Context: an optimization exercise on an open-source flow, tuned for small area and a short achievable clock period. The choices shown serve that exercise and are no tape-out recipe. Function was checked by simulation only, so behaviour that the tests miss may differ from the original. Power is estimated from default activity; no workload was simulated.

==> v20: inputs <==
## fox_xu
module fox_xu (
    input  wire        clk,
    input  wire        rst,           
    input  wire        in_valid,
    input  wire [47:0] in_word,
    output reg         wa_en,
    output reg  [3:0]  wa_idx,
    output reg  [23:0] wa_data,
    output reg         wb_en,
    output reg  [3:0]  wb_idx,
    output reg  [23:0] wb_data,
    output reg         trap,
    output reg  [1:0]  trap_cause,    
    output reg  [4:0]  flg,           
    output reg  [71:0] acc            
);
Settings: LEC_CHECK=0, CAP_MARGIN=20, CELL_PAD_IN_SITES_DETAIL_PLACEMENT=1, CELL_PAD_IN_SITES_GLOBAL_PLACEMENT=2, CORE_MARGIN=2, CORE_UTILIZATION=30, PLACE_DENSITY=0.5, SLEW_MARGIN=20; clock period 21.0 ns.
run.sh (not shown) runs the stock make flow with config.mk's settings and CLKGATE_MAP_FILE= SYNTH_SCRIPT=/design/flow/synth_recipe.tcl, a recipe that flattens the netlist after the stock synthesis.
==> v14 (differences from v20) <==
--- a/flow/design.v
+++ b/flow/design.v
@@ -220,16 +220,16 @@
                      TT_ANDN = 4'b0100, TT_NOT = 4'b0011, TT_A = 4'b1100,
                      TT_B = 4'b1010;
     wire [3:0] tt = ({4{o_and}}             & TT_AND)
                   | ({4{o_or || o_bset}}    & TT_OR)
                   | ({4{o_xor}}             & TT_XOR)
                   | ({4{o_andn || o_bclr}}  & TT_ANDN)
                   | ({4{o_not}}             & TT_NOT)
-                  | ({4{o_mov || (o_abs && !a[23]) || (o_mm && take_a)}} & TT_A)
-                  | ({4{o_movi || o_mvr || o_exa || (o_mm && !take_a)}} & TT_B);
+                  | ({4{o_mov || (o_abs && !a[23])}} & TT_A)
+                  | ({4{o_movi || o_mvr || o_exa}} & TT_B);
     wire [23:0] lu;
     generate
         for (gi = 0; gi < 24; gi = gi + 1) begin : g_lu
             assign lu[gi] = tt[{a[gi], bb[gi]}];
         end
     endgenerate
     wire [1:0]  sk   = opc[1:0];                     
@@ -263,19 +263,21 @@
         clz = 5'd24;
         for (i = 0; i < 24; i = i + 1)
             if (a[i]) clz = 5'd23 - i[4:0];
     end
     wire tfc_holds;
     fox_cond u_tfc (.cond(cc), .flg(flg), .holds(tfc_holds));
     wire s_ar = o_ar || (o_abs && a[23] && !abs_ovf);
-    wire s_lu = o_mm || o_and || o_or || o_xor || o_andn || o_not || o_mov || o_movi ||
+    wire s_lu = o_and || o_or || o_xor || o_andn || o_not || o_mov || o_movi ||
                 o_bset || o_bclr || o_mvr || o_exa || (o_abs && !a[23]);
     always @(*) begin
         d = ({24{s_ar}}    & sum)
           | ({24{s_lu}}    & lu)
+          | ({24{o_mm && take_a}}  & a)
+          | ({24{o_mm && !take_a}} & b)
           | ({24{o_sh}}    & sh_d)
           | ({24{o_clz}}   & {19'd0, clz})
           | ({24{abs_ovf}} & 24'h7FFFFF);
         fmask = 5'b00000;
         if (o_ar)                                            fmask = 5'b01111;
         if (o_mm || o_and || o_or || o_xor || o_andn || o_not || o_clz)
                                                              fmask = 5'b01100;
==> flow/flow/run.sh (new file) <==
#!/bin/bash
# Layout flow: the standard ORFS flow (standard.sh) from synthesis to the
# final layout, at the design's clock period and constraints, with two
# changes to how the layout is made:
#  - timing repair after placement, CTS and global routing aims for extra
#    setup slack (SETUP_SLACK_MARGIN), so the layout runs faster than the
#    clock period requires;
#  - the input and output port buffers are buf_4 cells.
# The output of each step is in orfs/logs; make's own output in make.log.
set -euo pipefail
cd "$(dirname "$0")/.."
bash standard.sh finish SETUP_SLACK_MARGIN=11 \
    "BUFFER_PORTS_ARGS=-buffer_cell sky130_fd_sc_hd__buf_4" > make.log 2>&1
==> flow/standard.sh (new file) <==
#!/bin/bash
# synth_recipe.tcl (not shown) runs the flow's synth.tcl, then flattens the netlist and writes it again
# the make line also repeats each setting of config.mk as NAME=value (left out here)
make -C /OpenROAD-flow-scripts/flow DESIGN_CONFIG=/design/flow/config.mk WORK_HOME=/design/flow/orfs CLKGATE_MAP_FILE= SYNTH_SCRIPT=/design/flow/synth_recipe.tcl "${@:-finish}"
removed: flow/run.sh
==> flow_summary_export.csv <==
group,metric,value,unit
status,outcome,"finished clean",
layout,clkbuf_count,121,
layout,multi_input_gates,8192,
power,power_clock,0.00176,W
# the run above: v20

==> flow_summary_export.csv <==
group,metric,value,unit
status,outcome,"failed layout checks",
job,max_cap_viol_count,1,
layout,multi_input_gates,8078,
status,violations,"capacitance limit",
layout,clkbuf_count,125,
# the run above: v14

[what the ideal ports hide]
Ports are ideal in the flow. The routed layouts listed here were re-timed in OpenROAD. Step 1 assumes that a clkbuf_16 drives the clock port and a buf_2 every other input. Step 2 adds t to the input delays and takes it off the output delays; t is the mean of the earliest and latest rising clock arrival at the registers after step 1. Input paths then give back, and output paths get back, about the clock's delay inside the block. a / b / c = ideal / step 1 / step 2; a / b = the first two.
| run | t, ns | setup slack, ns | worst setup path after step 2 | worst register clock-pin slew, ns | worst data-port slew with drivers (ns) |
|---|---|---|---|---|---|
| v20 | 0.896 | 6.161 / 6.247 / 5.351 | input to register | 0.08 / 0.08 | 0.25 |
| v14 | 0.905 | 10.650 / 10.417 / 9.512 | input to register | 0.08 / 0.08 | 0.47 |
The setup slack of v14, which loses most, moves by -0.233 ns with the drivers and by -1.138 ns with both steps.
